Background: an optimization exercise with open tools, aiming at small area, a short achievable clock period and few clock cycles per item. Do not read the settings as production practice.
Only simulation tests tie the RTL to the original design; equivalence was not proved.

Setup of try-pepper:
==> flow/design.v (excerpt) <==
module ime_ks (
  input  wire         clk,
  input  wire         rst,          
  input  wire         key_we,
  input  wire [2:0]   key_idx,
  input  wire [31:0]  key_wdata,
  input  wire         req_valid,
  output wire         req_ready,
  input  wire [15:0]  req_epoch,
  input  wire [2:0]   req_port,
  input  wire [28:0]  req_line,
  output wire         ks_valid,
  input  wire         ks_ready,
  output wire [1:0]   ks_blk,
  output wire [127:0] ks_data
);
  localparam U  = 7;            
  localparam QN = 5;            
  localparam QA = 3;            
  localparam TW = QA + 4;       
  genvar g, u;
  integer i;
  reg [255:0] key;
  always @(posedge clk) begin
    if (key_we)
      key[255 - 32*key_idx -: 32] <= key_wdata;
  end
  function [7:0] xtime(input [7:0] b);
    xtime = {b[6:0], 1'b0} ^ (b[7] ? 8'h1b : 8'h00);
  endfunction
  function [31:0] mixcol(input [31:0] c);
    reg [7:0] a0, a1, a2, a3;
    begin
      a0 = c[31:24]; a1 = c[23:16]; a2 = c[15:8]; a3 = c[7:0];
      mixcol[31:24] = xtime(a0) ^ (xtime(a1) ^ a1) ^ a2 ^ a3;
      mixcol[23:16] = a0 ^ xtime(a1) ^ (xtime(a2) ^ a2) ^ a3;
      mixcol[15:8]  = a0 ^ a1 ^ xtime(a2) ^ (xtime(a3) ^ a3);
      mixcol[7:0]   = (xtime(a0) ^ a0) ^ a1 ^ a2 ^ xtime(a3);
    end
  endfunction
  function [127:0] mixcolumns(input [127:0] s);
    mixcolumns = {mixcol(s[127:96]), mixcol(s[95:64]), mixcol(s[63:32]), mixcol(s[31:0])};
  endfunction
  function [127:0] shiftrows(input [127:0] s);
    integer k;
    begin
      for (k = 0; k < 16; k = k + 1)
        shiftrows[127 - 8*k -: 8] = s[127 - 8*(((k/4 + k%4) % 4)*4 + k%4) -: 8];
    end
  endfunction
  function [127:0] kstep(input [127:0] old, input [31:0] t);
  ...
export LEC_CHECK = 0
export ABC_CLOCK_PERIOD_IN_PS = 3400
export CAP_MARGIN = 20
export CORE_MARGIN = 2
export CORE_UTILIZATION = 65
export SETUP_SLACK_MARGIN = 4.6
export SLEW_MARGIN = 20
create_clock -name core_clock -period 8.0 [get_ports {clk}]
run.sh (not shown) runs the stock make flow with config.mk's settings and CLKGATE_MAP_FILE= SYNTH_SCRIPT=/design/flow/synth_recipe.tcl, a recipe that flattens the netlist after the stock synthesis.
Final checks on try-pepper, whose flow otherwise completed, came back failing, citing antenna violations, max-slew violations.
Testbench counts of try-pepper, summed over its fixed seeds: cycles 3,232, items 384.
Input changes introduced in try-yarrow (baseline for comparison: try-pepper):
Settings: CORE_UTILIZATION now 55, was 65.
## What came out
Per the comparison of try-yarrow with try-pepper, placed standard-cell area went up, utilization went down, non-clock buffer share of cell area went up. Floorplan die area: higher on try-yarrow. try-yarrow finished all stages; however, its layout fails the closing checks, the failures being antenna violations. When try-yarrow is set beside try-pepper, its sequential portion of the cell area turns out to be 0.39 points smaller. Diff try-pepper -> try-yarrow | max-slew violation count | decrease of 31. From try-yarrow to try-pepper, depth of the critical timing path with buffers and inverters included did not move at all. Compared try-yarrow vs try-pepper, and via count is down in try-yarrow.
diff inputs: try-yarrow => try-willow
Settings: CORE_UTILIZATION: 55 -> 40.
--- outcome ---
The flow completed for try-willow, but it is not clean: the layout still shows antenna violations.
try-willow and try-yarrow ended up with nearly the same fraction of area in clock buffers and inverters.
[try-willow vs try-yarrow] worst-case reg-to-reg path depth: lower in try-willow
Vertical die dimension: try-willow and try-yarrow compared, higher one is try-willow
Max freq try-yarrow -> try-willow: degraded
Least setup slack across all paths after layout down 0.049 ns in try-willow wrt try-yarrow
Diff try-yarrow -> try-willow | first-pass GRT wire length | down slightly
Compared try-yarrow against try-willow; storage element area within noise.


run 1:
ime_ks, a different RTL version from the one above (not shown whole).
Size in the first run: ~26,000 cells after synthesis, ~4,200 flip-flops, roughly 220 I/O pins, ~260,000 µm² of cells after synthesis.
export LEC_CHECK = 0
export ABC_CLOCK_PERIOD_IN_PS = 3300
export CAP_MARGIN = 20
export CORE_MARGIN = 2
export CORE_UTILIZATION = 50
export CTS_CLUSTER_DIAMETER = 80
export CTS_CLUSTER_SIZE = 20
export SETUP_SLACK_MARGIN = 4.7
export SLEW_MARGIN = 45
create_clock -name core_clock -period 8.0 [get_ports {clk}]
standard.sh (not shown) runs the stock make flow with config.mk's settings and CLKGATE_MAP_FILE= SYNTH_SCRIPT=/design/flow/synth_recipe.tcl, a recipe that flattens the netlist after the stock synthesis.
==> flow/flow/run.sh <==
#!/bin/bash
# Own flow: the standard layout (standard.sh) with three changes:
#  - synthesis runs flow/my_synth.tcl: the standard synthesis script with
#    an area-recovering ABC script (flow/area.abc) in place of ORFS's speed script
#    (same flip-flops and register names);
#  - after global placement, flow/near_pins.tcl moves the registers that
#    drive output ports next to those ports (ORFS's PRE_RESIZE hook);
#  - the detailed router gets more antenna repair iterations.
set -euo pipefail
W=$(pwd)
export PRE_RESIZE_TCL=$W/flow/near_pins.tcl
sed -e "s#SYNTH_SCRIPT=[^ ]*#SYNTH_SCRIPT=$W/flow/my_synth.tcl MAX_REPAIR_ANTENNAS_ITER_DRT=15#" standard.sh > own.sh
grep -q "SYNTH_SCRIPT=$W/flow/my_synth.tcl" own.sh
bash own.sh > layout.log 2>&1
==> flow/flow/area.abc <==
strash
dc2
dc2
&get -n
&dch -f
&nf -R 1000
&put
==> flow/flow/my_synth.tcl <==
# The standard synthesis (synth_recipe.tcl, which runs ORFS's synth.tcl), with
# one change: the technology mapping uses flow/area.abc, an area-recovering
# ABC script (dc2 rewriting, then choice-based mapping with &nf area
# recovery), instead of ORFS's speed script. Everything else, flip-flop
# mapping and register names included, is the standard synthesis.
set ::own_abc_script [file join [file dirname [file normalize [info script]]] area.abc]
proc abc {args} {
  set out {}
  set skip 0
  foreach a $args {
    if {$skip} { set skip 0; continue }
    if {$a eq "-script"} { set skip 1; continue }
    lappend out $a
  }
  yosys abc -script $::own_abc_script {*}$out
}
source [file join [file dirname [file normalize [info script]]] .. synth_recipe.tcl]
Other scripts of this flow, unchanged in this note and not shown: flow/flow/near_pins.tcl
The final layout from run 1, which completed every stage, passed the timing, DRC and antenna checks at the end of the flow.
Testbench counts of run 1, summed over its fixed seeds: cycles 3,232, items 384.
> inputs changed (run 1 -> run 5)
Settings: swapping 3300 for 3400 in ABC_CLOCK_PERIOD_IN_PS; swapping 4.7 for 4.6 in SETUP_SLACK_MARGIN.
-- flow/flow/run.sh --
<<< run 1, line 3
#  - synthesis runs flow/my_synth.tcl: the standard synthesis script with
#    an area-recovering ABC script (flow/area.abc) in place of ORFS's speed script
#    (same flip-flops and register names);
>>> run 5, line 3
#  - synthesis runs flow/my_synth.tcl: the standard synthesis script with
#    Yosys's default ABC mapping script in place of ORFS's speed script
#    (same flip-flops and register names);
==> flow/flow/my_synth.tcl <==
# The standard synthesis (synth_recipe.tcl, which runs ORFS's synth.tcl), with
# one change: the technology mapping uses Yosys's default ABC script (area
# oriented, with the clock period as delay target) instead of ORFS's speed
# script. Everything else, flip-flop mapping and register names included, is
# the standard synthesis.
proc abc {args} {
  set out {}
  set skip 0
  foreach a $args {
    if {$skip} { set skip 0; continue }
    if {$a eq "-script"} { set skip 1; continue }
    lappend out $a
  }
  yosys abc {*}$out
}
source [file join [file dirname [file normalize [info script]]] .. synth_recipe.tcl]
removed: flow/flow/area.abc
- Re maximum fanout along the worst path: run 5 is 79 down on run 1.
- Run 5 vs. run 1: total number of tap cells has increased, total stage count of the critical path up 5, final-stage net count shows a reduction of 1.7%.
- Of run 5 and run 1, the run reporting the lower overall routing resource usage was run 5.
- Diff run 1 -> run 5 | maximum frequency | up slightly

-- re-timing with driven ports --
How much do the figures lean on ideal ports? The routed layouts below were timed once more, with nothing changed but the port constraints. Step 1, drivers: a clkbuf_16 drives clk and a buf_2 each remaining input, both assumed. Step 2 also shifts input and output timing later by t, the mid clock arrival at the registers, as if the neighbouring blocks saw the same clock. Three values: ideal, step 1, step 2; two values: the first two.
| run | t (ns) | setup slack, ns | worst hold slack (ns) |
|---|---|---|---|
| try-pepper | 1.236 | 4.465 / 4.465 / 3.522 | 0.417 / 0.417 / 0.417 |
| try-yarrow | 1.203 | 4.485 / 4.359 / 3.396 | 0.424 / 0.424 / 0.424 |
| try-willow | 1.243 | 4.436 / 4.346 / 3.444 | 0.395 / 0.395 / 0.395 |
| run 1 | 1.139 | 4.542 / 4.542 / 3.847 | 0.425 / 0.425 / 0.425 |
| run 5 | 1.130 | 4.553 / 4.519 / 3.781 | 0.426 / 0.426 / 0.426 |
For try-yarrow, which loses most, drivers alone change the setup slack by -0.126 ns; drivers and shift together by -1.089 ns.
